This is an optimization exercise on Yosys and OpenROAD, whose aim is small area and a short achievable clock period, not a production implementation. Only simulation tests tie the RTL to the original design; equivalence was not proved. Power is estimated from default activity; no workload was simulated.

==> flow/design.v, too long to show whole: its modules and the start of the top module <==
// module til_lane: 750 lines
// module til_fa: 10 lines
// module til_ha: 9 lines
// module til_lane_unit: 218 lines
module til_lane_unit #(
    parameter LANES = 4
) (
    input                    clk,
    input                    rst,
    input                    issue,
    input  [35:0]            instr,
    input  [LANES*18-1:0]    opa,
    input  [LANES*18-1:0]    opb,
    input  [LANES-1:0]       a_end,
    input  [LANES-1:0]       assigned,
    input                    batch_start,
    input                    flag_clr,
    output [LANES-1:0]       wr_en,
    output [LANES*18-1:0]    wr_data,
    output [LANES-1:0]       pred,
    output [LANES*4-1:0]     flags,
    output reg               trap,
    output reg [3:0]         trap_code
);
  // ...
==> flow/flow/run.sh <==
#!/bin/bash
# Layout flow: the standard ORFS flow (standard.sh, standard synthesis
# unchanged) with three changes.
#  - SETUP_SLACK_MARGIN=10: repair_timing is asked for more setup slack than
#    the 18 ns constraint needs, so that it keeps shortening the worst path.
#  - TNS_END_PERCENT=0: it works on the worst endpoint only.
#  - BUFFER_PORTS_ARGS: every input and output port still gets its own
#    buffer, but a buf_2 rather than the default clkdlybuf4s50_1 delay cell.
# make's output goes to flow.log; each ORFS step writes its own log under
# orfs/logs/.
set -euo pipefail
bash standard.sh SETUP_SLACK_MARGIN=10 TNS_END_PERCENT=0 \
    'BUFFER_PORTS_ARGS=-buffer_cell sky130_fd_sc_hd__buf_2' finish > flow.log 2>&1
==> flow/standard.sh <==
#!/bin/bash
# synth_recipe.tcl (not shown) runs the flow's synth.tcl, then flattens the netlist and writes it again
# the make line also repeats each setting of config.mk as NAME=value (left out here)
make -C /OpenROAD-flow-scripts/flow DESIGN_CONFIG=/design/flow/config.mk WORK_HOME=/design/flow/orfs CLKGATE_MAP_FILE= SYNTH_SCRIPT=/design/flow/synth_recipe.tcl "${@:-finish}"
==> flow/config.mk <==
export PLATFORM = sky130hd
export DESIGN_NAME = til_lane_unit
export DESIGN_NICKNAME = til_lane_unit
export VERILOG_FILES = /design/flow/design.v
export SDC_FILE = /design/flow/constraint.sdc
export NUM_CORES = 8
export LEC_CHECK = 0
export ABC_AREA = 1
export CAP_MARGIN = 20
export CORE_MARGIN = 2
export CORE_UTILIZATION = 35
export PLACE_DENSITY = 0.42
export SLEW_MARGIN = 20
export SYNTH_HIERARCHICAL = 1
==> flow/constraint.sdc <==
create_clock -name core_clock -period 18.0 [get_ports {clk}]
set_input_delay 3.6000 -clock core_clock [delete_from_list [all_inputs] [get_ports {clk}]]
set_output_delay 3.6000 -clock core_clock [all_outputs]
set_load 0.01 [all_outputs]
==> reports/metrics.csv, run 1 <==
stage;metric;value;unit
status;status;timing/DRC/antenna clean;
layout;nets;14800;
power;powerComb;0.0219;W
floorplan;die_h;518;um
worst_setup_path;cpMaxStageDelayCell;fa_1;
worst_hold_path;min_path_cells;2;
worst_setup_path;crit_fanout;20;
clocking;clock_path_buffers;3;
global_routing;use_met1;0.495;
power;leakage;45.5;nW
worst_setup_path;crit_start;instr[30];
clocking;cts_made_buffers;61;
clocking;h-tree-depth;2;
clocking;cts_resized;395;
power;switchingPower;0.0147;W
layout;layout_commonest_cell;nand2_1;
power;clkPwrFrac;0.055;
placed_design;postPlaceCellArea;97700;sq um
worst_setup_path;arrival;10050;ps
detailed_routing;highest_layer;met5;
job;cap_violations;0;
timing;max_slew_margin;0.168;
worst_setup_path;max_stage_delay;510;ps
logic_synthesis;avgSynthCellArea;7.02;sq um
global_routing;grt-busiest-layer;met2;
detailed_routing;drtAntennaViolNets;0;
timing;max_freq;106;MHz
detailed_routing;met1_length;218;mm
worst_setup_path;cp-endpoint;g_lane[1].u_lane.acc1[33];
global_routing;grt_pass1_wl;733;mm
worst_setup_path;r2r-start;g_lane[1].u_lane.sat1;
layout;seq_share;0.0877;
timing;layout_setup_ws;8580;ps
clocking;clk_latency;780;ps
layout;n_all_buffers;710;
worst_hold_path;min_from;g_lane[3].u_lane.acc1[8];
power;peakVddDrop;0.507;mV
layout;design_area;104000;sq um
power;combPwrFrac;0.902;
layout;diodes;13;
clocking;clock_tree.root_cell;clkbuf_16;
floorplan;initial_core_util;0.352;
==> module til_lane, before the edit <==
module til_lane (
    input             clk,
    input             rst,
    input             batch_start,
    input             flag_clr,
    input             exec,
    input             take_dz,
    input             ld_bad,
    input      [31:0] ctl,
    input      [5:0]  opc,
    input      [2:0]  v,
    input      [8:0]  bfld,
    input      [22:0] nth,
    input      [19:1] fsel,
    input      [17:0] a,
    input      [17:0] b,
    input             a_end,
    input             assigned,
    output reg        p,
    output reg [3:0]  flags,
    output reg        wr_en,
    output reg [17:0] wr_data
);
    reg [41:0] acc0, acc1;
    reg        sat0, sat1, sgn0, sgn1;
    wire en = exec & (p | ctl[27]);
    wire bg     = !(opc[2] | (opc[1] & opc[0]));
    wire ten    = !bg;
    wire accen  = !opc[1] | opc[2];
    wire tsl    = ten & !bfld[5];
    wire tsh    = ten &  bfld[5];
    wire opc0   = opc[0];
    wire acc_grp = (opc[5:2] == 4'b0100) | (opc == 6'h14);
    wire acc_ld  = opc[2] | (opc[1] & opc[0]);
    wire accw    = take_dz & acc_grp & !(acc_ld & ld_bad);
    wire [19:0] xm = {{2{v[1] & a[17]}}, a};
    wire [20:0] y  = {{2{v[0] & b[17]}}, b, 1'b0};
    wire [19:0] pp [0:9];
    wire [9:0]  bneg;
    wire [9:0]  ppc;
    genvar i, j;
    generate
        for (i = 0; i < 10; i = i + 1) begin : g_booth
            wire y2 = y[2*i+2];
            wire y1 = y[2*i+1];
            wire y0 = y[2*i];
            wire one = (y1 ^ y0) & bg;
            wire two = ((y2 & ~y1 & ~y0) | (~y2 & y1 & y0)) & bg;
            assign bneg[i] = y2 ^ opc0;
            assign pp[i][0] = (one & xm[0]) ^ bneg[i];
            for (j = 1; j < 20; j = j + 1) begin : g_pp
                assign pp[i][j] = ((one & xm[j]) | (two & xm[j-1])) ^ bneg[i];
            end
            assign ppc[i] = ((one & xm[19]) | (two & xm[18])) ^ !bneg[i];
        end
    endgenerate
    wire [18:0] xt   = {a[17] & (v[0] | v[1]), a};
    wire [42:0] xt43 = {{24{xt[18]}}, xt};
    wire [42:0] tpre = xt43 << bfld[4:0];
    wire [42:0] trow = ({43{tsl}} & tpre) | ({43{tsh}} & {tpre[10:0], 32'd0});
    wire        trown42 = !(tsl & tpre[42]) & !(tsh & tpre[10]);
    wire [19:1] fit;
    generate
        for (i = 1; i < 19; i = i + 1) begin : g_fit
            assign fit[i] = (xt[18:i-1] == {(19-i+1){xt[18]}});
        end
    endgenerate
    assign fit[19] = 1'b1;
    wire unfit = |(fsel & ~fit);
    wire [41:0] acc0v   = sat0 ? {sgn0, {41{~sgn0}}} : acc0;
    wire [41:0] acc1v   = sat1 ? {sgn1, {41{~sgn1}}} : acc1;
    wire [41:0] acc_cur = v[2] ? acc1v : acc0v;
    wire [41:0] accr    = acc_cur & {42{accen}};
    wire [41:0] accrn   = ~acc_cur | {42{!accen}};
    wire [41:0] nin     = ctl[13] ? {24'd0, a} : acc_cur;
    wire hs0, hc0;
    til_ha u_hs0 (.a(bneg[6]), .b(accr[12]), .s(hs0), .co(hc0));
    wire hs1, hc1;
    til_ha u_hs1 (.a(accr[13]), .b(pp[0][13]), .s(hs1), .co(hc1));
    wire fs0, fc0;
    til_fa u_fs0 (.a(bneg[7]), .b(accr[14]), .c(pp[0][14]), .s(fs0), .co(fc0));
    wire hs2, hc2;
    til_ha u_hs2 (.a(pp[1][12]), .b(pp[2][10]), .s(hs2), .co(hc2));
    wire fs1, fc1;
    til_fa u_fs1 (.a(accr[15]), .b(pp[0][15]), .c(pp[1][13]), .s(fs1), .co(fc1));
    wire hs3, hc3;
    til_ha u_hs3 (.a(pp[2][11]), .b(pp[3][9]), .s(hs3), .co(hc3));
    wire fs2, fc2;
    til_fa u_fs2 (.a(bneg[8]), .b(accr[16]), .c(pp[0][16]), .s(fs2), .co(fc2));
    wire fs3, fc3;
    til_fa u_fs3 (.a(pp[1][14]), .b(pp[2][12]), .c(pp[3][10]), .s(fs3), .co(fc3));
    wire hs4, hc4;
    til_ha u_hs4 (.a(pp[4][8]), .b(pp[5][6]), .s(hs4), .co(hc4));
    wire fs4, fc4;
    til_fa u_fs4 (.a(accr[17]), .b(pp[0][17]), .c(pp[1][15]), .s(fs4), .co(fc4));
    wire fs5, fc5;
    til_fa u_fs5 (.a(pp[2][13]), .b(pp[3][11]), .c(pp[4][9]), .s(fs5), .co(fc5));
    wire hs5, hc5;
    til_ha u_hs5 (.a(pp[5][7]), .b(pp[6][5]), .s(hs5), .co(hc5));
    wire fs6, fc6;
    til_fa u_fs6 (.a(bneg[9]), .b(accr[18]), .c(pp[0][18]), .s(fs6), .co(fc6));
    wire fs7, fc7;
    til_fa u_fs7 (.a(pp[1][16]), .b(pp[2][14]), .c(pp[3][12]), .s(fs7), .co(fc7));
    wire fs8, fc8;
    til_fa u_fs8 (.a(pp[4][10]), .b(pp[5][8]), .c(pp[6][6]), .s(fs8), .co(fc8));
    wire hs6, hc6;
    til_ha u_hs6 (.a(pp[7][4]), .b(pp[8][2]), .s(hs6), .co(hc6));
    wire fs9, fc9;
    til_fa u_fs9 (.a(1'b1), .b(accr[19]), .c(ppc[0]), .s(fs9), .co(fc9));
    wire fs10, fc10;
    til_fa u_fs10 (.a(pp[1][17]), .b(pp[2][15]), .c(pp[3][13]), .s(fs10), .co(fc10));
    wire fs11, fc11;
    til_fa u_fs11 (.a(pp[4][11]), .b(pp[5][9]), .c(pp[6][7]), .s(fs11), .co(fc11));
    wire fs12, fc12;
    til_fa u_fs12 (.a(pp[7][5]), .b(pp[8][3]), .c(pp[9][1]), .s(fs12), .co(fc12));
    wire fs13, fc13;
    til_fa u_fs13 (.a(1'b1), .b(accr[20]), .c(pp[1][18]), .s(fs13), .co(fc13));
    wire fs14, fc14;
    til_fa u_fs14 (.a(pp[2][16]), .b(pp[3][14]), .c(pp[4][12]), .s(fs14), .co(fc14));
    wire fs15, fc15;
    til_fa u_fs15 (.a(pp[5][10]), .b(pp[6][8]), .c(pp[7][6]), .s(fs15), .co(fc15));
    wire hs7, hc7;
    til_ha u_hs7 (.a(pp[8][4]), .b(pp[9][2]), .s(hs7), .co(hc7));
    wire fs16, fc16;
    til_fa u_fs16 (.a(accr[21]), .b(ppc[1]), .c(pp[2][17]), .s(fs16), .co(fc16));
    wire fs17, fc17;
    til_fa u_fs17 (.a(pp[3][15]), .b(pp[4][13]), .c(pp[5][11]), .s(fs17), .co(fc17));
    wire fs18, fc18;
    til_fa u_fs18 (.a(pp[6][9]), .b(pp[7][7]), .c(pp[8][5]), .s(fs18), .co(fc18));
    wire fs19, fc19;
    til_fa u_fs19 (.a(1'b1), .b(accr[22]), .c(pp[2][18]), .s(fs19), .co(fc19));
    wire fs20, fc20;
    til_fa u_fs20 (.a(pp[3][16]), .b(pp[4][14]), .c(pp[5][12]), .s(fs20), .co(fc20));
    wire hs8, hc8;
    til_ha u_hs8 (.a(pp[6][10]), .b(pp[7][8]), .s(hs8), .co(hc8));
    wire fs21, fc21;
    til_fa u_fs21 (.a(accr[23]), .b(ppc[2]), .c(pp[3][17]), .s(fs21), .co(fc21));
    wire fs22, fc22;
    til_fa u_fs22 (.a(pp[4][15]), .b(pp[5][13]), .c(pp[6][11]), .s(fs22), .co(fc22));
    wire fs23, fc23;
    til_fa u_fs23 (.a(1'b1), .b(accr[24]), .c(pp[3][18]), .s(fs23), .co(fc23));
    wire hs9, hc9;
    til_ha u_hs9 (.a(pp[4][16]), .b(pp[5][14]), .s(hs9), .co(hc9));
    wire fs24, fc24;
    til_fa u_fs24 (.a(accr[25]), .b(ppc[3]), .c(pp[4][17]), .s(fs24), .co(fc24));
    wire hs10, hc10;
    til_ha u_hs10 (.a(1'b1), .b(accr[26]), .s(hs10), .co(hc10));
    wire hs11, hc11;
    til_ha u_hs11 (.a(bneg[3]), .b(accr[6]), .s(hs11), .co(hc11));
    wire hs12, hc12;
    til_ha u_hs12 (.a(accr[7]), .b(pp[0][7]), .s(hs12), .co(hc12));
    wire fs25, fc25;
    til_fa u_fs25 (.a(bneg[4]), .b(accr[8]), .c(pp[0][8]), .s(fs25), .co(fc25));
    wire hs13, hc13;
    til_ha u_hs13 (.a(pp[1][6]), .b(pp[2][4]), .s(hs13), .co(hc13));
    wire fs26, fc26;
    til_fa u_fs26 (.a(accr[9]), .b(pp[0][9]), .c(pp[1][7]), .s(fs26), .co(fc26));
    wire hs14, hc14;
    til_ha u_hs14 (.a(pp[2][5]), .b(pp[3][3]), .s(hs14), .co(hc14));
    wire fs27, fc27;
    til_fa u_fs27 (.a(bneg[5]), .b(accr[10]), .c(pp[0][10]), .s(fs27), .co(fc27));
    wire fs28, fc28;
    til_fa u_fs28 (.a(pp[1][8]), .b(pp[2][6]), .c(pp[3][4]), .s(fs28), .co(fc28));
    wire hs15, hc15;
    til_ha u_hs15 (.a(pp[4][2]), .b(pp[5][0]), .s(hs15), .co(hc15));
    wire fs29, fc29;
    til_fa u_fs29 (.a(accr[11]), .b(pp[0][11]), .c(pp[1][9]), .s(fs29), .co(fc29));
    wire fs30, fc30;
    til_fa u_fs30 (.a(pp[2][7]), .b(pp[3][5]), .c(pp[4][3]), .s(fs30), .co(fc30));
    wire hs16, hc16;
    til_ha u_hs16 (.a(pp[5][1]), .b(trow[11]), .s(hs16), .co(hc16));
    wire fs31, fc31;
    til_fa u_fs31 (.a(pp[0][12]), .b(pp[1][10]), .c(pp[2][8]), .s(fs31), .co(fc31));
    wire fs32, fc32;
    til_fa u_fs32 (.a(pp[3][6]), .b(pp[4][4]), .c(pp[5][2]), .s(fs32), .co(fc32));
    wire fs33, fc33;
    til_fa u_fs33 (.a(pp[6][0]), .b(hs0), .c(trow[12]), .s(fs33), .co(fc33));
    wire fs34, fc34;
    til_fa u_fs34 (.a(pp[1][11]), .b(pp[2][9]), .c(pp[3][7]), .s(fs34), .co(fc34));
    wire fs35, fc35;
    til_fa u_fs35 (.a(pp[4][5]), .b(pp[5][3]), .c(pp[6][1]), .s(fs35), .co(fc35));
    wire fs36, fc36;
    til_fa u_fs36 (.a(hc0), .b(hs1), .c(trow[13]), .s(fs36), .co(fc36));
    wire fs37, fc37;
    til_fa u_fs37 (.a(pp[3][8]), .b(pp[4][6]), .c(pp[5][4]), .s(fs37), .co(fc37));
    wire fs38, fc38;
    til_fa u_fs38 (.a(pp[6][2]), .b(pp[7][0]), .c(hc1), .s(fs38), .co(fc38));
    wire fs39, fc39;
    til_fa u_fs39 (.a(hs2), .b(fs0), .c(trow[14]), .s(fs39), .co(fc39));
    wire fs40, fc40;
    til_fa u_fs40 (.a(pp[4][7]), .b(pp[5][5]), .c(pp[6][3]), .s(fs40), .co(fc40));
    wire fs41, fc41;
    til_fa u_fs41 (.a(pp[7][1]), .b(hc2), .c(hs3), .s(fs41), .co(fc41));
    wire fs42, fc42;
    til_fa u_fs42 (.a(fc0), .b(fs1), .c(trow[15]), .s(fs42), .co(fc42));
    wire fs43, fc43;
    til_fa u_fs43 (.a(pp[6][4]), .b(pp[7][2]), .c(pp[8][0]), .s(fs43), .co(fc43));
    wire fs44, fc44;
    til_fa u_fs44 (.a(hc3), .b(hs4), .c(fc1), .s(fs44), .co(fc44));
    wire fs45, fc45;
    til_fa u_fs45 (.a(fs2), .b(fs3), .c(trow[16]), .s(fs45), .co(fc45));
    wire fs46, fc46;
    til_fa u_fs46 (.a(pp[7][3]), .b(pp[8][1]), .c(hc4), .s(fs46), .co(fc46));
    wire fs47, fc47;
    til_fa u_fs47 (.a(hs5), .b(fc2), .c(fc3), .s(fs47), .co(fc47));
    wire fs48, fc48;
    til_fa u_fs48 (.a(fs4), .b(fs5), .c(trow[17]), .s(fs48), .co(fc48));
    wire fs49, fc49;
    til_fa u_fs49 (.a(pp[9][0]), .b(hc5), .c(hs6), .s(fs49), .co(fc49));
    wire fs50, fc50;
    til_fa u_fs50 (.a(fc4), .b(fc5), .c(fs6), .s(fs50), .co(fc50));
    wire fs51, fc51;
    til_fa u_fs51 (.a(fs7), .b(fs8), .c(trow[18]), .s(fs51), .co(fc51));
    wire fs52, fc52;
    til_fa u_fs52 (.a(hc6), .b(fc6), .c(fc7), .s(fs52), .co(fc52));
    wire fs53, fc53;
    til_fa u_fs53 (.a(fc8), .b(fs9), .c(fs10), .s(fs53), .co(fc53));
    wire fs54, fc54;
    til_fa u_fs54 (.a(fs11), .b(fs12), .c(trow[19]), .s(fs54), .co(fc54));
    wire fs55, fc55;
    til_fa u_fs55 (.a(hs7), .b(fc9), .c(fc10), .s(fs55), .co(fc55));
    wire fs56, fc56;
    til_fa u_fs56 (.a(fc11), .b(fc12), .c(fs13), .s(fs56), .co(fc56));
    wire fs57, fc57;
    til_fa u_fs57 (.a(fs14), .b(fs15), .c(trow[20]), .s(fs57), .co(fc57));
    wire fs58, fc58;
    til_fa u_fs58 (.a(pp[9][3]), .b(hc7), .c(fc13), .s(fs58), .co(fc58));
    wire fs59, fc59;
    til_fa u_fs59 (.a(fc14), .b(fc15), .c(fs16), .s(fs59), .co(fc59));
    wire fs60, fc60;
    til_fa u_fs60 (.a(fs17), .b(fs18), .c(trow[21]), .s(fs60), .co(fc60));
    wire fs61, fc61;
    til_fa u_fs61 (.a(pp[8][6]), .b(pp[9][4]), .c(hs8), .s(fs61), .co(fc61));
    wire fs62, fc62;
    til_fa u_fs62 (.a(fc16), .b(fc17), .c(fc18), .s(fs62), .co(fc62));
    wire fs63, fc63;
    til_fa u_fs63 (.a(fs19), .b(fs20), .c(trow[22]), .s(fs63), .co(fc63));
    wire fs64, fc64;
    til_fa u_fs64 (.a(pp[7][9]), .b(pp[8][7]), .c(pp[9][5]), .s(fs64), .co(fc64));
    wire fs65, fc65;
    til_fa u_fs65 (.a(hc8), .b(fc19), .c(fc20), .s(fs65), .co(fc65));
    wire fs66, fc66;
    til_fa u_fs66 (.a(fs21), .b(fs22), .c(trow[23]), .s(fs66), .co(fc66));
    wire fs67, fc67;
    til_fa u_fs67 (.a(pp[6][12]), .b(pp[7][10]), .c(pp[8][8]), .s(fs67), .co(fc67));
    wire fs68, fc68;
    til_fa u_fs68 (.a(pp[9][6]), .b(hs9), .c(fc21), .s(fs68), .co(fc68));
    wire fs69, fc69;
    til_fa u_fs69 (.a(fc22), .b(fs23), .c(trow[24]), .s(fs69), .co(fc69));
    wire fs70, fc70;
    til_fa u_fs70 (.a(pp[5][15]), .b(pp[6][13]), .c(pp[7][11]), .s(fs70), .co(fc70));
    wire fs71, fc71;
    til_fa u_fs71 (.a(pp[8][9]), .b(pp[9][7]), .c(hc9), .s(fs71), .co(fc71));
    wire fs72, fc72;
    til_fa u_fs72 (.a(fc23), .b(fs24), .c(trow[25]), .s(fs72), .co(fc72));
    wire fs73, fc73;
    til_fa u_fs73 (.a(pp[4][18]), .b(pp[5][16]), .c(pp[6][14]), .s(fs73), .co(fc73));
    wire fs74, fc74;
    til_fa u_fs74 (.a(pp[7][12]), .b(pp[8][10]), .c(pp[9][8]), .s(fs74), .co(fc74));
    wire fs75, fc75;
    til_fa u_fs75 (.a(hs10), .b(fc24), .c(trow[26]), .s(fs75), .co(fc75));
    wire fs76, fc76;
    til_fa u_fs76 (.a(accr[27]), .b(ppc[4]), .c(pp[5][17]), .s(fs76), .co(fc76));
    wire fs77, fc77;
    til_fa u_fs77 (.a(pp[6][15]), .b(pp[7][13]), .c(pp[8][11]), .s(fs77), .co(fc77));
    wire fs78, fc78;
    til_fa u_fs78 (.a(pp[9][9]), .b(hc10), .c(trow[27]), .s(fs78), .co(fc78));
    wire fs79, fc79;
    til_fa u_fs79 (.a(1'b1), .b(accr[28]), .c(pp[5][18]), .s(fs79), .co(fc79));
    wire fs80, fc80;
    til_fa u_fs80 (.a(pp[6][16]), .b(pp[7][14]), .c(pp[8][12]), .s(fs80), .co(fc80));
    wire hs17, hc17;
    til_ha u_hs17 (.a(pp[9][10]), .b(trow[28]), .s(hs17), .co(hc17));
    wire fs81, fc81;
    til_fa u_fs81 (.a(accr[29]), .b(ppc[5]), .c(pp[6][17]), .s(fs81), .co(fc81));
    wire fs82, fc82;
    til_fa u_fs82 (.a(pp[7][15]), .b(pp[8][13]), .c(pp[9][11]), .s(fs82), .co(fc82));
    wire fs83, fc83;
    til_fa u_fs83 (.a(1'b1), .b(accr[30]), .c(pp[6][18]), .s(fs83), .co(fc83));
    wire hs18, hc18;
    til_ha u_hs18 (.a(pp[7][16]), .b(pp[8][14]), .s(hs18), .co(hc18));
    wire fs84, fc84;
    til_fa u_fs84 (.a(accr[31]), .b(ppc[6]), .c(pp[7][17]), .s(fs84), .co(fc84));
    wire hs19, hc19;
    til_ha u_hs19 (.a(1'b1), .b(accr[32]), .s(hs19), .co(hc19));
    wire hs20, hc20;
    til_ha u_hs20 (.a(bneg[1]), .b(accr[2]), .s(hs20), .co(hc20));
    wire hs21, hc21;
    til_ha u_hs21 (.a(accr[3]), .b(pp[0][3]), .s(hs21), .co(hc21));
    wire fs85, fc85;
    til_fa u_fs85 (.a(bneg[2]), .b(accr[4]), .c(pp[0][4]), .s(fs85), .co(fc85));
    wire hs22, hc22;
    til_ha u_hs22 (.a(pp[1][2]), .b(pp[2][0]), .s(hs22), .co(hc22));
    wire fs86, fc86;
    til_fa u_fs86 (.a(accr[5]), .b(pp[0][5]), .c(pp[1][3]), .s(fs86), .co(fc86));
    wire hs23, hc23;
    til_ha u_hs23 (.a(pp[2][1]), .b(trow[5]), .s(hs23), .co(hc23));
    wire fs87, fc87;
    til_fa u_fs87 (.a(pp[0][6]), .b(pp[1][4]), .c(pp[2][2]), .s(fs87), .co(fc87));
    wire fs88, fc88;
    til_fa u_fs88 (.a(pp[3][0]), .b(hs11), .c(trow[6]), .s(fs88), .co(fc88));
    wire fs89, fc89;
    til_fa u_fs89 (.a(pp[1][5]), .b(pp[2][3]), .c(pp[3][1]), .s(fs89), .co(fc89));
    wire fs90, fc90;
    til_fa u_fs90 (.a(hc11), .b(hs12), .c(trow[7]), .s(fs90), .co(fc90));
    wire fs91, fc91;
    til_fa u_fs91 (.a(pp[3][2]), .b(pp[4][0]), .c(hc12), .s(fs91), .co(fc91));
    wire fs92, fc92;
    til_fa u_fs92 (.a(hs13), .b(fs25), .c(trow[8]), .s(fs92), .co(fc92));
    wire fs93, fc93;
    til_fa u_fs93 (.a(pp[4][1]), .b(hc13), .c(hs14), .s(fs93), .co(fc93));
    wire fs94, fc94;
    til_fa u_fs94 (.a(fc25), .b(fs26), .c(trow[9]), .s(fs94), .co(fc94));
    wire fs95, fc95;
    til_fa u_fs95 (.a(hc14), .b(hs15), .c(fc26), .s(fs95), .co(fc95));
    wire fs96, fc96;
    til_fa u_fs96 (.a(fs27), .b(fs28), .c(trow[10]), .s(fs96), .co(fc96));
    wire fs97, fc97;
    til_fa u_fs97 (.a(hc15), .b(fc27), .c(fc28), .s(fs97), .co(fc97));
    wire fs98, fc98;
    til_fa u_fs98 (.a(fs29), .b(fs30), .c(hs16), .s(fs98), .co(fc98));
    wire fs99, fc99;
    til_fa u_fs99 (.a(fc29), .b(fc30), .c(fs31), .s(fs99), .co(fc99));
    wire fs100, fc100;
    til_fa u_fs100 (.a(fs32), .b(hc16), .c(fs33), .s(fs100), .co(fc100));
    wire fs101, fc101;
    til_fa u_fs101 (.a(fc31), .b(fc32), .c(fs34), .s(fs101), .co(fc101));
    wire fs102, fc102;
    til_fa u_fs102 (.a(fs35), .b(fc33), .c(fs36), .s(fs102), .co(fc102));
    wire fs103, fc103;
    til_fa u_fs103 (.a(fc34), .b(fc35), .c(fs37), .s(fs103), .co(fc103));
    wire fs104, fc104;
    til_fa u_fs104 (.a(fs38), .b(fc36), .c(fs39), .s(fs104), .co(fc104));
    wire fs105, fc105;
    til_fa u_fs105 (.a(fc37), .b(fs40), .c(fc38), .s(fs105), .co(fc105));
    wire fs106, fc106;
    til_fa u_fs106 (.a(fs41), .b(fc39), .c(fs42), .s(fs106), .co(fc106));
    wire fs107, fc107;
    til_fa u_fs107 (.a(fc40), .b(fs43), .c(fc41), .s(fs107), .co(fc107));
    wire fs108, fc108;
    til_fa u_fs108 (.a(fs44), .b(fc42), .c(fs45), .s(fs108), .co(fc108));
    wire fs109, fc109;
    til_fa u_fs109 (.a(fc43), .b(fs46), .c(fc44), .s(fs109), .co(fc109));
    wire fs110, fc110;
    til_fa u_fs110 (.a(fs47), .b(fc45), .c(fs48), .s(fs110), .co(fc110));
    wire fs111, fc111;
    til_fa u_fs111 (.a(fc46), .b(fs49), .c(fc47), .s(fs111), .co(fc111));
    wire fs112, fc112;
    til_fa u_fs112 (.a(fs50), .b(fc48), .c(fs51), .s(fs112), .co(fc112));
    wire fs113, fc113;
    til_fa u_fs113 (.a(fc49), .b(fc50), .c(fs52), .s(fs113), .co(fc113));
    wire fs114, fc114;
    til_fa u_fs114 (.a(fs53), .b(fc51), .c(fs54), .s(fs114), .co(fc114));
    wire fs115, fc115;
    til_fa u_fs115 (.a(fc52), .b(fc53), .c(fs55), .s(fs115), .co(fc115));
    wire fs116, fc116;
    til_fa u_fs116 (.a(fs56), .b(fc54), .c(fs57), .s(fs116), .co(fc116));
    wire fs117, fc117;
    til_fa u_fs117 (.a(fc55), .b(fc56), .c(fs58), .s(fs117), .co(fc117));
    wire fs118, fc118;
    til_fa u_fs118 (.a(fs59), .b(fc57), .c(fs60), .s(fs118), .co(fc118));
    wire fs119, fc119;
    til_fa u_fs119 (.a(fs61), .b(fc58), .c(fc59), .s(fs119), .co(fc119));
    wire fs120, fc120;
    til_fa u_fs120 (.a(fs62), .b(fc60), .c(fs63), .s(fs120), .co(fc120));
    wire fs121, fc121;
    til_fa u_fs121 (.a(fs64), .b(fc61), .c(fc62), .s(fs121), .co(fc121));
    wire fs122, fc122;
    til_fa u_fs122 (.a(fs65), .b(fc63), .c(fs66), .s(fs122), .co(fc122));
    wire fs123, fc123;
    til_fa u_fs123 (.a(fc64), .b(fs67), .c(fc65), .s(fs123), .co(fc123));
    wire fs124, fc124;
    til_fa u_fs124 (.a(fs68), .b(fc66), .c(fs69), .s(fs124), .co(fc124));
    wire fs125, fc125;
    til_fa u_fs125 (.a(fc67), .b(fs70), .c(fs71), .s(fs125), .co(fc125));
    wire fs126, fc126;
    til_fa u_fs126 (.a(fc68), .b(fc69), .c(fs72), .s(fs126), .co(fc126));
    wire fs127, fc127;
    til_fa u_fs127 (.a(fc70), .b(fs73), .c(fs74), .s(fs127), .co(fc127));
    wire fs128, fc128;
    til_fa u_fs128 (.a(fc71), .b(fc72), .c(fs75), .s(fs128), .co(fc128));
    wire fs129, fc129;
    til_fa u_fs129 (.a(fc73), .b(fc74), .c(fs76), .s(fs129), .co(fc129));
    wire fs130, fc130;
    til_fa u_fs130 (.a(fs77), .b(fc75), .c(fs78), .s(fs130), .co(fc130));
    wire fs131, fc131;
    til_fa u_fs131 (.a(fc76), .b(fc77), .c(fs79), .s(fs131), .co(fc131));
    wire fs132, fc132;
    til_fa u_fs132 (.a(fs80), .b(hs17), .c(fc78), .s(fs132), .co(fc132));
    wire fs133, fc133;
    til_fa u_fs133 (.a(fc79), .b(fc80), .c(fs81), .s(fs133), .co(fc133));
    wire fs134, fc134;
    til_fa u_fs134 (.a(fs82), .b(trow[29]), .c(hc17), .s(fs134), .co(fc134));
    wire fs135, fc135;
    til_fa u_fs135 (.a(pp[9][12]), .b(hs18), .c(fc81), .s(fs135), .co(fc135));
    wire fs136, fc136;
    til_fa u_fs136 (.a(fc82), .b(fs83), .c(trow[30]), .s(fs136), .co(fc136));
    wire fs137, fc137;
    til_fa u_fs137 (.a(pp[8][15]), .b(pp[9][13]), .c(hc18), .s(fs137), .co(fc137));
    wire fs138, fc138;
    til_fa u_fs138 (.a(fc83), .b(fs84), .c(trow[31]), .s(fs138), .co(fc138));
    wire fs139, fc139;
    til_fa u_fs139 (.a(pp[7][18]), .b(pp[8][16]), .c(pp[9][14]), .s(fs139), .co(fc139));
    wire fs140, fc140;
    til_fa u_fs140 (.a(hs19), .b(fc84), .c(trow[32]), .s(fs140), .co(fc140));
    wire fs141, fc141;
    til_fa u_fs141 (.a(accr[33]), .b(ppc[7]), .c(pp[8][17]), .s(fs141), .co(fc141));
    wire fs142, fc142;
    til_fa u_fs142 (.a(pp[9][15]), .b(hc19), .c(trow[33]), .s(fs142), .co(fc142));
    wire fs143, fc143;
    til_fa u_fs143 (.a(1'b1), .b(accr[34]), .c(pp[8][18]), .s(fs143), .co(fc143));
    wire hs24, hc24;
    til_ha u_hs24 (.a(pp[9][16]), .b(trow[34]), .s(hs24), .co(hc24));
    wire fs144, fc144;
    til_fa u_fs144 (.a(accr[35]), .b(ppc[8]), .c(pp[9][17]), .s(fs144), .co(fc144));
    wire hs25, hc25;
    til_ha u_hs25 (.a(1'b1), .b(accr[36]), .s(hs25), .co(hc25));
    wire hs26, hc26;
    til_ha u_hs26 (.a(bneg[0]), .b(accr[0]), .s(hs26), .co(hc26));
    wire hs27, hc27;
    til_ha u_hs27 (.a(accr[1]), .b(pp[0][1]), .s(hs27), .co(hc27));
    wire fs145, fc145;
    til_fa u_fs145 (.a(pp[0][2]), .b(pp[1][0]), .c(hs20), .s(fs145), .co(fc145));
    wire fs146, fc146;
    til_fa u_fs146 (.a(pp[1][1]), .b(hc20), .c(hs21), .s(fs146), .co(fc146));
    wire fs147, fc147;
    til_fa u_fs147 (.a(hc21), .b(hs22), .c(fs85), .s(fs147), .co(fc147));
    wire fs148, fc148;
    til_fa u_fs148 (.a(hc22), .b(fc85), .c(fs86), .s(fs148), .co(fc148));
    wire fs149, fc149;
    til_fa u_fs149 (.a(fc86), .b(fs87), .c(hc23), .s(fs149), .co(fc149));
    wire fs150, fc150;
    til_fa u_fs150 (.a(fc87), .b(fs89), .c(fc88), .s(fs150), .co(fc150));
    wire fs151, fc151;
    til_fa u_fs151 (.a(fc89), .b(fs91), .c(fc90), .s(fs151), .co(fc151));
    wire fs152, fc152;
    til_fa u_fs152 (.a(fc91), .b(fs93), .c(fc92), .s(fs152), .co(fc152));
    wire fs153, fc153;
    til_fa u_fs153 (.a(fc93), .b(fs95), .c(fc94), .s(fs153), .co(fc153));
    wire fs154, fc154;
    til_fa u_fs154 (.a(fc95), .b(fs97), .c(fc96), .s(fs154), .co(fc154));
    wire fs155, fc155;
    til_fa u_fs155 (.a(fc97), .b(fs99), .c(fc98), .s(fs155), .co(fc155));
    wire fs156, fc156;
    til_fa u_fs156 (.a(fc99), .b(fs101), .c(fc100), .s(fs156), .co(fc156));
    wire fs157, fc157;
    til_fa u_fs157 (.a(fc101), .b(fs103), .c(fc102), .s(fs157), .co(fc157));
    wire fs158, fc158;
    til_fa u_fs158 (.a(fc103), .b(fs105), .c(fc104), .s(fs158), .co(fc158));
    wire fs159, fc159;
    til_fa u_fs159 (.a(fc105), .b(fs107), .c(fc106), .s(fs159), .co(fc159));
    wire fs160, fc160;
    til_fa u_fs160 (.a(fc107), .b(fs109), .c(fc108), .s(fs160), .co(fc160));
    wire fs161, fc161;
    til_fa u_fs161 (.a(fc109), .b(fs111), .c(fc110), .s(fs161), .co(fc161));
    wire fs162, fc162;
    til_fa u_fs162 (.a(fc111), .b(fs113), .c(fc112), .s(fs162), .co(fc162));
    wire fs163, fc163;
    til_fa u_fs163 (.a(fc113), .b(fs115), .c(fc114), .s(fs163), .co(fc163));
    wire fs164, fc164;
    til_fa u_fs164 (.a(fc115), .b(fs117), .c(fc116), .s(fs164), .co(fc164));
    wire fs165, fc165;
    til_fa u_fs165 (.a(fc117), .b(fs119), .c(fc118), .s(fs165), .co(fc165));
    wire fs166, fc166;
    til_fa u_fs166 (.a(fc119), .b(fs121), .c(fc120), .s(fs166), .co(fc166));
    wire fs167, fc167;
    til_fa u_fs167 (.a(fc121), .b(fs123), .c(fc122), .s(fs167), .co(fc167));
    wire fs168, fc168;
    til_fa u_fs168 (.a(fs125), .b(fc123), .c(fc124), .s(fs168), .co(fc168));
    wire fs169, fc169;
    til_fa u_fs169 (.a(fs127), .b(fc125), .c(fc126), .s(fs169), .co(fc169));
    wire fs170, fc170;
    til_fa u_fs170 (.a(fc127), .b(fs129), .c(fc128), .s(fs170), .co(fc170));
    wire fs171, fc171;
    til_fa u_fs171 (.a(fc129), .b(fs131), .c(fc130), .s(fs171), .co(fc171));
    wire fs172, fc172;
    til_fa u_fs172 (.a(fc131), .b(fs133), .c(fs134), .s(fs172), .co(fc172));
    wire fs173, fc173;
    til_fa u_fs173 (.a(fc133), .b(fs135), .c(fs136), .s(fs173), .co(fc173));
    wire fs174, fc174;
    til_fa u_fs174 (.a(fs137), .b(fc135), .c(fc136), .s(fs174), .co(fc174));
    wire fs175, fc175;
    til_fa u_fs175 (.a(fs139), .b(fc137), .c(fc138), .s(fs175), .co(fc175));
    wire fs176, fc176;
    til_fa u_fs176 (.a(fc139), .b(fs141), .c(fc140), .s(fs176), .co(fc176));
    wire fs177, fc177;
    til_fa u_fs177 (.a(fc141), .b(fs143), .c(hs24), .s(fs177), .co(fc177));
    wire fs178, fc178;
    til_fa u_fs178 (.a(fc143), .b(fs144), .c(trow[35]), .s(fs178), .co(fc178));
    wire fs179, fc179;
    til_fa u_fs179 (.a(pp[9][18]), .b(hs25), .c(fc144), .s(fs179), .co(fc179));
    wire fs180, fc180;
    til_fa u_fs180 (.a(accr[37]), .b(ppc[9]), .c(hc25), .s(fs180), .co(fc180));
    wire hs28, hc28;
    til_ha u_hs28 (.a(1'b1), .b(accr[38]), .s(hs28), .co(hc28));
    wire hs29, hc29;
    til_ha u_hs29 (.a(1'b1), .b(accr[39]), .s(hs29), .co(hc29));
    wire hs30, hc30;
    til_ha u_hs30 (.a(1'b1), .b(accr[40]), .s(hs30), .co(hc30));
    wire hs31, hc31;
    til_ha u_hs31 (.a(pp[0][0]), .b(hs26), .s(hs31), .co(hc31));
    wire fs181, fc181;
    til_fa u_fs181 (.a(hc26), .b(hs27), .c(trow[1]), .s(fs181), .co(fc181));
    wire fs182, fc182;
    til_fa u_fs182 (.a(hc27), .b(trow[2]), .c(fs145), .s(fs182), .co(fc182));
    wire fs183, fc183;
    til_fa u_fs183 (.a(trow[3]), .b(fc145), .c(fs146), .s(fs183), .co(fc183));
    wire fs184, fc184;
    til_fa u_fs184 (.a(trow[4]), .b(fc146), .c(fs147), .s(fs184), .co(fc184));
    wire fs185, fc185;
    til_fa u_fs185 (.a(hs23), .b(fc147), .c(fs148), .s(fs185), .co(fc185));
    wire fs186, fc186;
    til_fa u_fs186 (.a(fc148), .b(fs88), .c(fs149), .s(fs186), .co(fc186));
    wire fs187, fc187;
    til_fa u_fs187 (.a(fs90), .b(fc149), .c(fs150), .s(fs187), .co(fc187));
    wire fs188, fc188;
    til_fa u_fs188 (.a(fs92), .b(fc150), .c(fs151), .s(fs188), .co(fc188));
    wire fs189, fc189;
    til_fa u_fs189 (.a(fs94), .b(fc151), .c(fs152), .s(fs189), .co(fc189));
    wire fs190, fc190;
    til_fa u_fs190 (.a(fs96), .b(fc152), .c(fs153), .s(fs190), .co(fc190));
    wire fs191, fc191;
    til_fa u_fs191 (.a(fs98), .b(fc153), .c(fs154), .s(fs191), .co(fc191));
    wire fs192, fc192;
    til_fa u_fs192 (.a(fc154), .b(fs100), .c(fs155), .s(fs192), .co(fc192));
    wire fs193, fc193;
    til_fa u_fs193 (.a(fs102), .b(fc155), .c(fs156), .s(fs193), .co(fc193));
    wire fs194, fc194;
    til_fa u_fs194 (.a(fs104), .b(fc156), .c(fs157), .s(fs194), .co(fc194));
    wire fs195, fc195;
    til_fa u_fs195 (.a(fs106), .b(fc157), .c(fs158), .s(fs195), .co(fc195));
    wire fs196, fc196;
    til_fa u_fs196 (.a(fs108), .b(fc158), .c(fs159), .s(fs196), .co(fc196));
    wire fs197, fc197;
    til_fa u_fs197 (.a(fs110), .b(fc159), .c(fs160), .s(fs197), .co(fc197));
    wire fs198, fc198;
    til_fa u_fs198 (.a(fs112), .b(fc160), .c(fs161), .s(fs198), .co(fc198));
    wire fs199, fc199;
    til_fa u_fs199 (.a(fs114), .b(fc161), .c(fs162), .s(fs199), .co(fc199));
    wire fs200, fc200;
    til_fa u_fs200 (.a(fs116), .b(fc162), .c(fs163), .s(fs200), .co(fc200));
    wire fs201, fc201;
    til_fa u_fs201 (.a(fs118), .b(fc163), .c(fs164), .s(fs201), .co(fc201));
    wire fs202, fc202;
    til_fa u_fs202 (.a(fs120), .b(fc164), .c(fs165), .s(fs202), .co(fc202));
    wire fs203, fc203;
    til_fa u_fs203 (.a(fs122), .b(fc165), .c(fs166), .s(fs203), .co(fc203));
    wire fs204, fc204;
    til_fa u_fs204 (.a(fs124), .b(fc166), .c(fs167), .s(fs204), .co(fc204));
    wire fs205, fc205;
    til_fa u_fs205 (.a(fs126), .b(fc167), .c(fs168), .s(fs205), .co(fc205));
    wire fs206, fc206;
    til_fa u_fs206 (.a(fs128), .b(fc168), .c(fs169), .s(fs206), .co(fc206));
    wire fs207, fc207;
    til_fa u_fs207 (.a(fs130), .b(fc169), .c(fs170), .s(fs207), .co(fc207));
    wire fs208, fc208;
    til_fa u_fs208 (.a(fs132), .b(fc170), .c(fs171), .s(fs208), .co(fc208));
    wire fs209, fc209;
    til_fa u_fs209 (.a(fc132), .b(fs172), .c(fc171), .s(fs209), .co(fc209));
    wire fs210, fc210;
    til_fa u_fs210 (.a(fc134), .b(fs173), .c(fc172), .s(fs210), .co(fc210));
    wire fs211, fc211;
    til_fa u_fs211 (.a(fs138), .b(fc173), .c(fs174), .s(fs211), .co(fc211));
    wire fs212, fc212;
    til_fa u_fs212 (.a(fs140), .b(fc174), .c(fs175), .s(fs212), .co(fc212));
    wire fs213, fc213;
    til_fa u_fs213 (.a(fs142), .b(fc175), .c(fs176), .s(fs213), .co(fc213));
    wire fs214, fc214;
    til_fa u_fs214 (.a(fc142), .b(fs177), .c(fc176), .s(fs214), .co(fc214));
    wire fs215, fc215;
    til_fa u_fs215 (.a(hc24), .b(fs178), .c(fc177), .s(fs215), .co(fc215));
    wire fs216, fc216;
    til_fa u_fs216 (.a(trow[36]), .b(fs179), .c(fc178), .s(fs216), .co(fc216));
    wire fs217, fc217;
    til_fa u_fs217 (.a(trow[37]), .b(fs180), .c(fc179), .s(fs217), .co(fc217));
    wire fs218, fc218;
    til_fa u_fs218 (.a(hs28), .b(fc180), .c(trow[38]), .s(fs218), .co(fc218));
    wire fs219, fc219;
    til_fa u_fs219 (.a(hc28), .b(hs29), .c(trow[39]), .s(fs219), .co(fc219));
    wire fs220, fc220;
    til_fa u_fs220 (.a(hc29), .b(hs30), .c(trow[40]), .s(fs220), .co(fc220));
    wire fs221, fc221;
    til_fa u_fs221 (.a(accrn[41]), .b(hc30), .c(trow[41]), .s(fs221), .co(fc221));
    wire [43:0] tsum = {1'b1, fc221, fc220, fc219, fc218, fc217, fc216, fc215, fc214, fc213, fc212, fc211, fc210, fc209, fc208, fc207, fc206, fc205, fc204, fc203, fc202, fc201, fc200, fc199, fc198, fc197, fc196, fc195, fc194, fc193, fc192, fc191, fc190, fc189, fc188, fc187, fc186, fc185, fc184, fc183, fc182, fc181, hc31, trow[0]};
    wire [43:0] tcar = {1'b0, trown42, fs221, fs220, fs219, fs218, fs217, fs216, fs215, fs214, fs213, fs212, fs211, fs210, fs209, fs208, fs207, fs206, fs205, fs204, fs203, fs202, fs201, fs200, fs199, fs198, fs197, fs196, fs195, fs194, fs193, fs192, fs191, fs190, fs189, fs188, fs187, fs186, fs185, fs184, fs183, fs182, fs181, hs31};
    wire [43:0] cg0 = tsum & tcar;
    wire [43:0] cp0 = tsum ^ tcar;
    wire [43:0] cg [0:6];
    wire [43:0] cp [0:6];
    assign cg[0] = cg0;
    assign cp[0] = cp0;
    generate
        for (i = 0; i < 6; i = i + 1) begin : g_pfx
            for (j = 0; j < 44; j = j + 1) begin : g_bit
                if ((j >> i) & 1) begin : g_op
                    assign cg[i+1][j] = cg[i][j] | (cp[i][j] & cg[i][((j >> i) << i) - 1]);
                    assign cp[i+1][j] = cp[i][j] & cp[i][((j >> i) << i) - 1];
                end else begin : g_pass
                    assign cg[i+1][j] = cg[i][j];
                    assign cp[i+1][j] = cp[i][j];
                end
            end
        end
    endgenerate
    wire [43:0] ccar = {cg[6][42:0], 1'b0};        
    wire [43:0] ssum = cp0 ^ ccar;
    wire [2:0]  top0 = tsum[43:41] + tcar[43:41];
    wire [2:0]  top1 = tsum[43:41] + tcar[43:41] + 3'd1;
    wire        ovf0 = !(top0 == 3'b000 || top0 == 3'b111);
    wire        ovf1 = !(top1 == 3'b000 || top1 == 3'b111);
    wire        ovf  = ccar[41] ? ovf1 : ovf0;
    wire        big  = ctl[3] & unfit;
    wire        sat_acc = ovf | big;
    wire        sat_neg = big ? xt[18] : ssum[43];
    wire        clr   = rst | batch_start;
    wire        we0   = accw & p & !v[2];
    wire        we1   = accw & p &  v[2];
    wire        hold0 = !clr & !we0;
    wire        hold1 = !clr & !we1;
    wire        ld0   = !clr & we0;
    wire        ld1   = !clr & we1;
    wire [41:0] acc0_d = ({42{hold0}} & acc0) | ({42{ld0}} & ssum[41:0]);
    wire [41:0] acc1_d = ({42{hold1}} & acc1) | ({42{ld1}} & ssum[41:0]);
    wire [5:0] ns = bfld[5:0];
    wire       nsg = nin[41];
    reg [42:0] w;           
    reg        sticky;
    integer    k;
    always @(*) begin
        w = {nin, 1'b0};
        sticky = 1'b0;
        if (ns[5]) begin
            sticky = sticky | (|w[31:0]);
            w = {{32{nsg}}, w[42:32]};
        end
        if (ns[4]) begin
            sticky = sticky | (|w[15:0]);
            w = {{16{nsg}}, w[42:16]};
        end
        if (ns[3]) begin
            sticky = sticky | (|w[7:0]);
            w = {{8{nsg}}, w[42:8]};
        end
        if (ns[2]) begin
            sticky = sticky | (|w[3:0]);
            w = {{4{nsg}}, w[42:4]};
        end
        if (ns[1]) begin
            sticky = sticky | (|w[1:0]);
            w = {{2{nsg}}, w[42:2]};
        end
        if (ns[0]) begin
            sticky = sticky | w[0];
            w = {nsg, w[42:1]};
        end
    end
    wire        nguard = w[0];
    wire [18:0] nq     = w[19:1];
    wire [40:18] hiok;
    generate
        for (i = 18; i <= 40; i = i + 1) begin : g_hi
            assign hiok[i] = nth[i-18] | (nin[i] == nsg);
        end
    endgenerate
    wire        ninr   = &hiok;
    wire        nup    = ctl[30] & nguard & (sticky | nq[0]);
    wire [19:0] nr     = {nq[18], nq} + {19'd0, nup};
    wire        n_sfit = (nr[19:17] == 3'b000) | (nr[19:17] == 3'b111);
    wire        n_hi   = ninr ? (v[0] ? (!nr[19] & !n_sfit) : (!nr[19] & nr[18])) : !nsg;
    wire        n_lo   = ninr ? (v[0] ? (nr[19] & !n_sfit) : nr[19]) : nsg;
    wire        sx    = ctl[11];
    wire        inv_a = ctl[9] | (ctl[10] & a[17]);
    wire        use_b = !(ctl[9] | ctl[10]);
    wire        cin   = ctl[8] | inv_a;
    wire [19:0] pa    = {{2{sx & a[17]}}, a} ^ {20{inv_a}};
    wire [19:0] qb    = ({{2{sx & b[17]}}, b} ^ {20{ctl[8]}}) & {20{use_b}};
    wire [20:0] asum1 = {pa, cin} + {qb, cin};
    wire [19:0] asum  = asum1[20:1];
    wire        lt    = asum[19];
    wire        eq    = (a == b);
    wire        a_hi  = v[0] ? (!asum[19] & (asum[18] | asum[17])) : (!asum[19] & asum[18]);
    wire        a_lo  = v[0] ? (asum[19] & !(asum[18] & asum[17])) : asum[19];
    reg cond;
    always @(*) begin
        case (v)
            3'd0:    cond = eq;
            3'd1:    cond = !eq;
            3'd2:    cond = lt;
            3'd3:    cond = lt | eq;
            3'd4:    cond = !lt & !eq;
            default: cond = !lt;
        endcase
    end
    wire shl_hi = unfit & !xt[18];
    wire shl_lo = unfit & xt[18];
    wire cv_hi  = !v[1] & v[0] & a[17];
    wire cv_lo  = v[1] & !v[0] & a[17];
    wire sat_hi = (ctl[6] & n_hi) | (ctl[7] & a_hi) | (ctl[12] & shl_hi) | (ctl[14] & cv_hi);
    wire sat_lo = (ctl[6] & n_lo) | (ctl[7] & a_lo) | (ctl[12] & shl_lo) | (ctl[14] & cv_lo);
    wire s_a = ctl[15] | ctl[14] | (ctl[20] & lt) | (ctl[21] & !lt) | (ctl[19] & p);
    wire s_b = (ctl[20] & !lt) | (ctl[21] & lt) | (ctl[19] & !p);
    wire [17:0] raw = ({18{ctl[6] | ctl[13]}}  & nr[17:0])
                    | ({18{ctl[7]}}  & asum[17:0])
                    | ({18{ctl[12]}} & trow[17:0])
                    | ({18{s_a}}     & a)
                    | ({18{s_b}}     & b)
                    | ({18{ctl[16]}} & (a & b))
                    | ({18{ctl[17]}} & (a | b))
                    | ({18{ctl[18]}} & (a ^ b))
                    | ({18{ctl[22]}} & {14'd0, flags});
    wire [17:0] d_val = sat_hi ? {~v[0], {17{1'b1}}} :
                        sat_lo ? {v[0], 17'd0} : raw;
    reg p_next;
    always @(*) begin
        if (ctl[26]) begin
            case (v[1:0])
                2'b00: p_next = 1'b1;
                2'b01: p_next = !p;
                2'b10: p_next = 1'b0;
                default: p_next = assigned;
            endcase
        end else if (ctl[24])
            p_next = ctl[25] ? (p & cond) : cond;
        else
            p_next = p;
    end
    wire       sat_any = sat_hi | sat_lo;
    wire [3:0] fl_set  = {a_end, ctl[29] & sat_any, ctl[6] & sat_any, ctl[4] & sat_acc};
    wire [3:0] fl_clr  = bfld[3:0] & {4{ctl[23]}};
    wire       fkeep   = !(rst | flag_clr);
    wire [3:0] fhold   = {4{fkeep}} & flags & ~({4{en}} & fl_clr);
    wire       facc    = fkeep & accw & p;
    wire [3:0] flags_d = {fhold[3:1] | ({3{fkeep & en}} & fl_set[3:1]),
                          fhold[0] | (facc & big) | (facc & ovf)};
    always @(posedge clk) begin
        acc0 <= acc0_d;
        acc1 <= acc1_d;
        sat0 <= (hold0 & sat0) | (ld0 & sat_acc);
        sat1 <= (hold1 & sat1) | (ld1 & sat_acc);
        if (we0) sgn0 <= sat_neg;
        if (we1) sgn1 <= sat_neg;
        if (rst | batch_start)
            p <= 1'b1;
        else if (en)
            p <= p_next;
        flags <= flags_d;
        wr_en   <= !rst & en & ctl[28];
        wr_data <= d_val;
    end
endmodule
==> run 2: changes to the inputs <==
--- a/flow/design.v
+++ b/flow/design.v
@@ -35,3 +35,3 @@
     wire accw    = take_dz & acc_grp & !(acc_ld & ld_bad);
-    wire [19:0] xm = {{2{v[1] & a[17]}}, a};
+    wire [19:0] xm = {{2{v[1] & a[17]}}, a} & {20{bg}};
     wire [20:0] y  = {{2{v[0] & b[17]}}, b, 1'b0};
@@ -46,4 +46,4 @@
             wire y0 = y[2*i];
-            wire one = (y1 ^ y0) & bg;
-            wire two = ((y2 & ~y1 & ~y0) | (~y2 & y1 & y0)) & bg;
+            wire one = y1 ^ y0;
+            wire two = (y2 & ~y1 & ~y0) | (~y2 & y1 & y0);
             assign bneg[i] = y2 ^ opc0;
--- a/flow/flow/run.sh
+++ b/flow/flow/run.sh
@@ -3,3 +3,3 @@
 # unchanged) with three changes.
-#  - SETUP_SLACK_MARGIN=10: repair_timing is asked for more setup slack than
+#  - SETUP_SLACK_MARGIN=9: repair_timing is asked for more setup slack than
 #    the 18 ns constraint needs, so that it keeps shortening the worst path.
@@ -11,3 +11,3 @@
 set -euo pipefail
-bash standard.sh SETUP_SLACK_MARGIN=10 TNS_END_PERCENT=0 \
+bash standard.sh SETUP_SLACK_MARGIN=9 TNS_END_PERCENT=0 \
     'BUFFER_PORTS_ARGS=-buffer_cell sky130_fd_sc_hd__buf_2' finish > flow.log 2>&1
==> run 2 against run 1 <==
  * Sequential power is essentially flat
  * Still clean on timing, DRC and antenna
  * Clock-buffer cell count grew 20
  * Non-clock buffer count shrank 11
  * Core utilization grew 0.29 points
  * Cell count grew 0.52%
  * Critical endpoint is now g_lane[1].u_lane.acc0[23]
  * Design area grew 0.64%
  * Wire length shrank 1.7%
  * Largest cell class unchanged
  * Clock power grew 9.7%
  * Sequential share of layout area shrank 0.056 points
  * Setup slack gained 200 ps
  * Global-route usage shrank 0.58 points
  * Fmax grew 2.2%
==> reports/metrics.csv, run 2 <==
stage;metric;value;unit;change
global_routing;grt_pass1_vias;96600;;was 98.2k
layout;layout_commonest_cell;nand2_1;;unchanged
floorplan;io_pins;294;;unchanged
clocking;clk_latency;820;ps;was 780 ps
worst_setup_path;worstSetupPathType;primary input to register;;unchanged
global_routing;use_met1;0.487;;was 0.495
status;status;timing/DRC/antenna clean;;unchanged
global_routing;antenna_found_initial;18;;was 23
timing;tns;0;ps;unchanged
worst_setup_path;r2r_slack;11070;ps;was 11,000 ps
detailed_routing;firstDrtPassIters;7;;was 6
worst_setup_path;r2r_cells;23;;unchanged
logic_synthesis;syn_area;92300;sq um;was 92,400 sq um
detailed_routing;vias_per_cell;6.00;;was 6.06
power;cellPowerDensity;226;nW/um^2;was 233 nW/um^2
logic_synthesis;avgSynthCellArea;6.99;sq um;was 7.02 sq um
logic_synthesis;synth_warnings;8;;unchanged
layout;nets;14900;;was 14.8k
clocking;cts_tree;yes;;unchanged
floorplan;initial_core_util;0.352;;about the same
worst_setup_path;cp-start-kind;primary input;;unchanged
placed_design;dpl.hpwl;393;mm;was 395 mm
clocking;cts_made_buffers;72;;was 61
global_routing;grt_usage;0.368;;was 0.373
worst_hold_path;worstHoldEndpoint;g_lane[1].u_lane.acc1[0];;was g_lane[3].u_lane.acc1[8]
power;peakVddDrop;1.36;mV;was 0.507 mV
global_routing;grt-ovfl-total;0;;unchanged
clocking;clock_path_buffers;4;;was 3
layout;reg.largest.list;g_lane.u_lane.acc0: 168 flops, g_lane.u_lane.acc1: 168 flops, g_lane.u_lane.wr_data: 72 flops;;unchanged
floorplan;fp.dieW;518;um;about the same
layout;drive_above_1_share;0.123;;was 0.115
global_routing;grt_max_degree;92;;was 83
clocking;clock_tree.root_cell;clkbuf_16;;unchanged
layout;area_growth;13.3;%;was 12.4%
placed_design;routabilityCongestion;0.990;;was 0.993
clocking;h-tree-depth;3;;was 2
detailed_routing;drc;0;;unchanged
layout;layout_common_cells;2,439 x nand2_1, 1,269 x nand3_1, 1,051 x o22ai_1, 956 x inv_1, 903 x xor2_1;;was 2,492 x nand2_1, 1,373 x nand3_1, 1,045 x o22ai_1, 1,021 x xor2_1, 979 x inv_1
timing;max_slew_margin;0.0600;;was 0.168
global_routing;grt-busiest-layer;met2;;unchanged
timing;layout_min_cycle_time;9220;ps;was 9420 ps
worst_hold_path;min_from;g_lane[1].u_lane.acc1[0];;was g_lane[3].u_lane.acc1[8]
worst_setup_path;required;18610;ps;was 18,630 ps
worst_setup_path;setup.worst_path.end_class;register;;unchanged
global_routing;use_met2;0.581;;was 0.573
clocking;clock_sinks;451;;unchanged
timing;slew_violations;0;;unchanged
worst_setup_path;crit_start;opa[22];;was instr[30]
clocking;cts_hold_buf;0;;unchanged
logic_synthesis;postSynthCellCount;13200;;about the same
detailed_routing;wl;514;mm;was 523 mm
worst_hold_path;min_path_cells;2;;unchanged
floorplan;die_h;518;um;about the same
timing;hold_viol;0;;unchanged
worst_setup_path;r2r-end;g_lane[1].u_lane.acc1[39];;was g_lane[1].u_lane.acc1[33]
job;cap_violations;0;;unchanged
timing;grt_setup_unrepaired;true;;unchanged
timing;fin_skew;66.8;ps;was 56.0 ps
worst_setup_path;r2r-start;g_lane[1].u_lane.sat1;;unchanged
placed_design;port_buffers;291;;unchanged
detailed_routing;drtAntennaViolNets;0;;unchanged
worst_hold_path;hp-class;register to register;;unchanged
layout;final_util;0.399;;was 0.396
global_routing;met3_usage;0.0584;;was 0.0674
floorplan;core;262000;sq um;was 263,000 sq um
timing;max_freq;108;MHz;was 106 MHz
detailed_routing;via_count;101000;;about the same
detailed_routing;wire_per_inst;30.6;um;was 31.3 um
timing;fin_crit_sh;0.512;;was 0.523
power;leakage;45.9;nW;was 45.5 nW
timing;worstMarginPinSlew;1400;ps;was 1230 ps
detailed_routing;drt_iter0_drc;11200;;was 11.9k
clocking;clkTransAtPathRegs;60;ps;about the same
global_routing;grt_pass1_wl;723;mm;was 733 mm
timing;setup_violations;0;;unchanged
floorplan;dieArea;268000;sq um;about the same
worst_setup_path;crit_fanout;6;;was 20
worst_setup_path;arrival;9830;ps;was 10,050 ps
floorplan;rows;188;;unchanged
-- run 2: cell type report --
type,instances,area (sq um)
clock inverters,28,312
multi-input cells,10800,78300
flip-flops and latches,451,9110
repair inverters,11,72.6
inverters,1154,4790
well taps,3515,4400
clock buffers,96,2060
fillers,27800,158000
repair buffers,699,5530
diodes,8,20.0
-- run 2: what timing repair did --
action | in CTS | in global routing
endpoints found under the setup margin | 337 | 271
gates resized for setup | 637 | 262
buffers inserted | 131 | 52
cloned | 17 | 5
pin swaps | 54 | 62
-- run 2: power breakdown --
group | internal [W] | total (W) | switching [W]
Combinational | 0.00754 | 0.0211 | 0.0136
Clock | 0.000866 | 0.00147 | 0.000600
Sequential | 0.00103 | 0.00103 | 0.00000831
Total | 0.00944 | 0.0236 | 0.0142
-- run 2: metal layers --
metal,share of wire,wire length (um),vias up
li1,-,-,45100
met4,0.058,29700,8
met1,0.42,214000,50000
met2,0.45,230000,4861
met3,0.078,40200,949
met5,0.00011,55,-
-- run 2: how the worst max path moves through the flow --
stage | endpoint | slack (ps) | cells after the start
final | g_lane[1].u_lane.acc0[23] | 8780 | 26
after global routing | g_lane[2].u_lane.flags[0] | 8600 | 34
after CTS | g_lane[1].u_lane.flags[0] | 8900 | 32
after detailed placement | g_lane[3].u_lane.flags[0] | 5940 | 32
after global placement | g_lane[3].u_lane.flags[0] | 6210 | 32
after floorplan | g_lane[1].u_lane.acc0[39] | 8990 | 25
-- run 2: through the flow --
step,cells,hold slack (ps),cell area (sq um),setup slack (ps),power (W)
after floorplan,13300,440,92800,8990,0.0133
after global placement,16500,448,97000,6210,0.0208
after detailed placement,16500,451,97100,5940,0.0208
after CTS,16700,462,103000,8900,0.0233
after global routing,16800,476,105000,8600,0.0253
final,16800,460,105000,8780,0.0236
-- run 2: worst max-delay path: stages --
cell,delay (ps)
buf_2,220
clkinv_1,510
o21ai_0,400
mux2i_1,140
nand2_1,80
o21ai_0,150
nand2_1,100
o21ai_1,160
nor2_4,290
fa_1,490
fa_1,390
fa_1,520
fa_1,420
ha_1,340
a21oi_1,180
o21bai_1,80
a21oi_1,140
nand2_1,210
inv_1,200
o21ai_0,160
a21o_1,220
a21o_1,200
a21oi_1,250
xor2_2,150
buf_4,150
o22ai_1,70
==> run 3: changes to the inputs <==
--- a/flow/config.mk
+++ b/flow/config.mk
@@ -8,3 +8,3 @@
 export ABC_AREA = 1
-export CAP_MARGIN = 20
+export CAP_MARGIN = 10
 export CORE_MARGIN = 2
@@ -12,3 +12,3 @@
 export PLACE_DENSITY = 0.42
-export SLEW_MARGIN = 20
+export SLEW_MARGIN = 10
 export SYNTH_HIERARCHICAL = 1
==> run 3 against run 2 <==
  * Still clean on timing, DRC and antenna
  * Die area stayed put
  * Sequential power is essentially flat
  * Total power is 0.84% higher
  * Sequential cell count did not move
  * Register-to-register slack worse by 90 ps
  * Global-route usage is 0.17 points higher
  * Cell count hardly changed
  * Sequential share of layout area hardly changed
  * Design area about the same
  * Setup slack worse by 95 ps
  * Non-clock buffer count is 9 higher
  * Critical path type unchanged
  * Largest power group unchanged
  * Highest routed layer unchanged
==> reports/metrics.csv, run 3 <==
stage;metric;value;unit;change
timing;fin_skew;69.0;ps;was 66.8 ps
global_routing;grt_usage;0.369;;was 0.368
detailed_routing;drc;0;;unchanged
timing;max_freq;107;MHz;was 108 MHz
power;peakVddDrop;1.16;mV;was 1.36 mV
worst_setup_path;r2r_cells;23;;unchanged
floorplan;initial_core_util;0.352;;unchanged
detailed_routing;firstDrtPassIters;7;;unchanged
layout;nFillCells;27900;;was 27.8k
worst_setup_path;setup.worst_path.end_class;register;;unchanged
worst_setup_path;arrival;9910;ps;was 9830 ps
detailed_routing;drt_iter0_drc;11600;;was 11.2k
floorplan;core;262000;sq um;unchanged
timing;layout_setup_ws;8690;ps;was 8780 ps
layout;design_area;105000;sq um;about the same
placed_design;port_buffers;291;;unchanged
global_routing;antenna_found_initial;19;;was 18
worst_setup_path;r2r-start;g_lane[1].u_lane.sat1;;unchanged
power;cellPowerDensity;228;nW/um^2;was 226 nW/um^2
timing;setup_violations;0;;unchanged
logic_synthesis;syn_area;92300;sq um;unchanged
worst_setup_path;cpMaxStageDelayCell;a2111oi_0;;was fa_1
floorplan;rows;188;;unchanged
clocking;clkTransAtPathRegs;60;ps;about the same
clocking;cts_made_buffers;67;;was 72
timing;max_slew_margin;0.0427;;was 0.0600
detailed_routing;wire_per_inst;30.7;um;was 30.6 um
global_routing;grt_max_degree;92;;unchanged
global_routing;grt-ovfl-total;0;;unchanged
floorplan;io_pins;294;;unchanged
placed_design;dpl.hpwl;393;mm;about the same
detailed_routing;drtAntennaViolNets;0;;unchanged
detailed_routing;via_count;101000;;about the same
worst_setup_path;required;18600;ps;was 18,610 ps
layout;seq_area;9110;sq um;unchanged
timing;tns;0;ps;unchanged
worst_setup_path;crit_start;instr[30];;was opa[22]
logic_synthesis;synth_warnings;8;;unchanged
floorplan;die_h;518;um;unchanged
placed_design;post-place-ws;5850;ps;was 5940 ps
logic_synthesis;avgSynthCellArea;6.99;sq um;unchanged
worst_setup_path;cpMostUsedCell;nand2_1;;was fa_1
timing;fin_crit_sh;0.517;;was 0.512
detailed_routing;wl;516;mm;was 514 mm
layout;area_growth;13.3;%;about the same
layout;layout_commonest_cell;nand2_1;;unchanged
clocking;clk_latency;750;ps;was 820 ps
worst_hold_path;min_path_cells;2;;unchanged
clocking;clock_sinks;451;;unchanged
layout;layout_common_cells;2,443 x nand2_1, 1,269 x nand3_1, 1,056 x o22ai_1, 957 x inv_1, 901 x xor2_1;;was 2,439 x nand2_1, 1,269 x nand3_1, 1,051 x o22ai_1, 956 x inv_1, 903 x xor2_1
placed_design;postPlaceCellArea;97000;sq um;was 97,100 sq um
clocking;cts_tree;yes;;unchanged
timing;grt_setup_unrepaired;true;;unchanged
timing;slew_violations;0;;unchanged
power;power;0.0238;W;was 0.0236 W
clocking;clock_tree.root_cell;clkbuf_16;;unchanged
power;leakage;46.0;nW;was 45.9 nW
clocking;cts_hold_buf;0;;unchanged
layout;multi_input_comb_area;78200;sq um;was 78,300 sq um
clocking;h-tree-depth;3;;unchanged
worst_hold_path;hp-class;register to register;;unchanged
clocking;clock_path_buffers;3;;was 4
worst_setup_path;worstSetupPathType;primary input to register;;unchanged
timing;hold_viol;0;;unchanged
layout;reg.largest.list;g_lane.u_lane.acc0: 168 flops, g_lane.u_lane.acc1: 168 flops, g_lane.u_lane.wr_data: 72 flops;;unchanged
global_routing;grt_pass1_wl;725;mm;was 723 mm
status;status;timing/DRC/antenna clean;;unchanged
worst_setup_path;max_stage_delay;1050;ps;was 520 ps
worst_setup_path;cp-start-kind;primary input;;unchanged
job;cap_violations;0;;unchanged
worst_hold_path;min_from;g_lane[3].u_lane.acc1[33];;was g_lane[1].u_lane.acc1[0]
detailed_routing;vias_per_cell;6.01;;was 6.00
layout;nets;14900;;about the same
timing;layout_min_cycle_time;9310;ps;was 9220 ps
floorplan;fp.dieW;518;um;unchanged
floorplan;dieArea;268000;sq um;unchanged
placed_design;routabilityCongestion;0.990;;unchanged
timing;worstMarginPinSlew;1420;ps;was 1400 ps
worst_setup_path;crit_fanout;19;;was 6
logic_synthesis;postSynthCellCount;13200;;unchanged
global_routing;grt_pass1_vias;96900;;was 96.6k
layout;drive_above_1_share;0.124;;was 0.123
[run 3: metal layers]
| layer | routed length [um] | up-vias | track usage |
|---|---|---|---|
| li1 | - | 45200 | - |
| met1 | 216000 | 50000 | 0.491 |
| met2 | 231000 | 4927 | 0.584 |
| met3 | 39100 | 948 | 0.0568 |
| met4 | 29700 | 8 | 0.178 |
| met5 | 47 | - | 0 |
[run 3: worst paths after layout]
kind | slack, ps | to
worst max-delay path | 8690 | g_lane[3].u_lane.wr_data[11]
worst min-delay path | 460 | g_lane[3].u_lane.acc1[33]
worst max register to register | 10980 | g_lane[1].u_lane.acc0[31]
worst min register to register | 460 | g_lane[3].u_lane.acc1[33]
[run 3: timing repair]
item,in CTS,in global routing
pin swaps,74,53
gates resized for setup,682,207
cloned,21,2
setup buffers,143,49
endpoints found under the setup margin,339,286
[run 3: worst max-delay path, delay by kind of cell]
kind	cells	cell delay, ps
compound gates	6	2250
buf+inv	8	2160
simple gates	11	1310
fa+ha+maj	1	370
xor+xnor	1	120
[run 3: report_power, final]
part	total [W]	internal (W)	switching [W]
logic	0.0213	0.00760	0.0137
clock network	0.00149	0.000860	0.000629
registers	0.00103	0.00103	0.00000789
[run 3: layout make-up]
type / instances / area share
Inverter: 1154 / 0.0457
Clock buffer: 85 / 0.0180
Multi-Input combinational cell: 10800 / 0.748
Timing Repair Buffer: 708 / 0.0537
Tap cell: 3515 / 0.0421
Sequential cell: 451 / 0.0871
Antenna cell: 10 / 0.000239
Clock inverter: 36 / 0.00479
Timing Repair inverter: 12 / 0.000742
[run 3: stage by stage]
| step | instances | hold WS [ps] | util |
|---|---|---|---|
| after floorplan | 13300 | 440 | - |
| after global placement | 16500 | 448 | 0.370 |
| after detailed placement | 16500 | 451 | 0.370 |
| after CTS | 16800 | 463 | 0.394 |
| after global routing | 16800 | 479 | 0.399 |
| final | 16800 | 464 | 0.399 |

-- afterwards: timing with drivers on the ports --
Ports are ideal in the flow. The routed layouts listed here were re-timed in OpenROAD.
Step 1 assumes that a clkbuf_16 drives the clock port and a buf_2 every other input.
Step 2 times the ports against the registers' clock, not the clock port: input delays grow and output delays shrink by t, the midpoint of the rising clock arrivals with the driver on.
Slacks: ideal / step 1 / step 2; pairs: ideal / step 1.
| run | t (ns) | slack for setup (ns) | clock arrival spread, ns | worst slew at a driven data input, ns |
|---|---|---|---|---|
| run 1 | 0.837 | 8.582 / 8.586 / 7.749 | 0.065 / 0.065 | 0.20 |
| run 2 | 0.885 | 8.782 / 8.777 / 7.891 | 0.067 / 0.067 | 0.31 |
| run 3 | 0.801 | 8.687 / 8.628 / 7.827 | 0.088 / 0.088 | 0.25 |
After both steps every run listed still meets setup and hold. For run 2, which loses most, drivers alone change the setup slack by -0.005 ns; drivers and shift together by -0.891 ns.
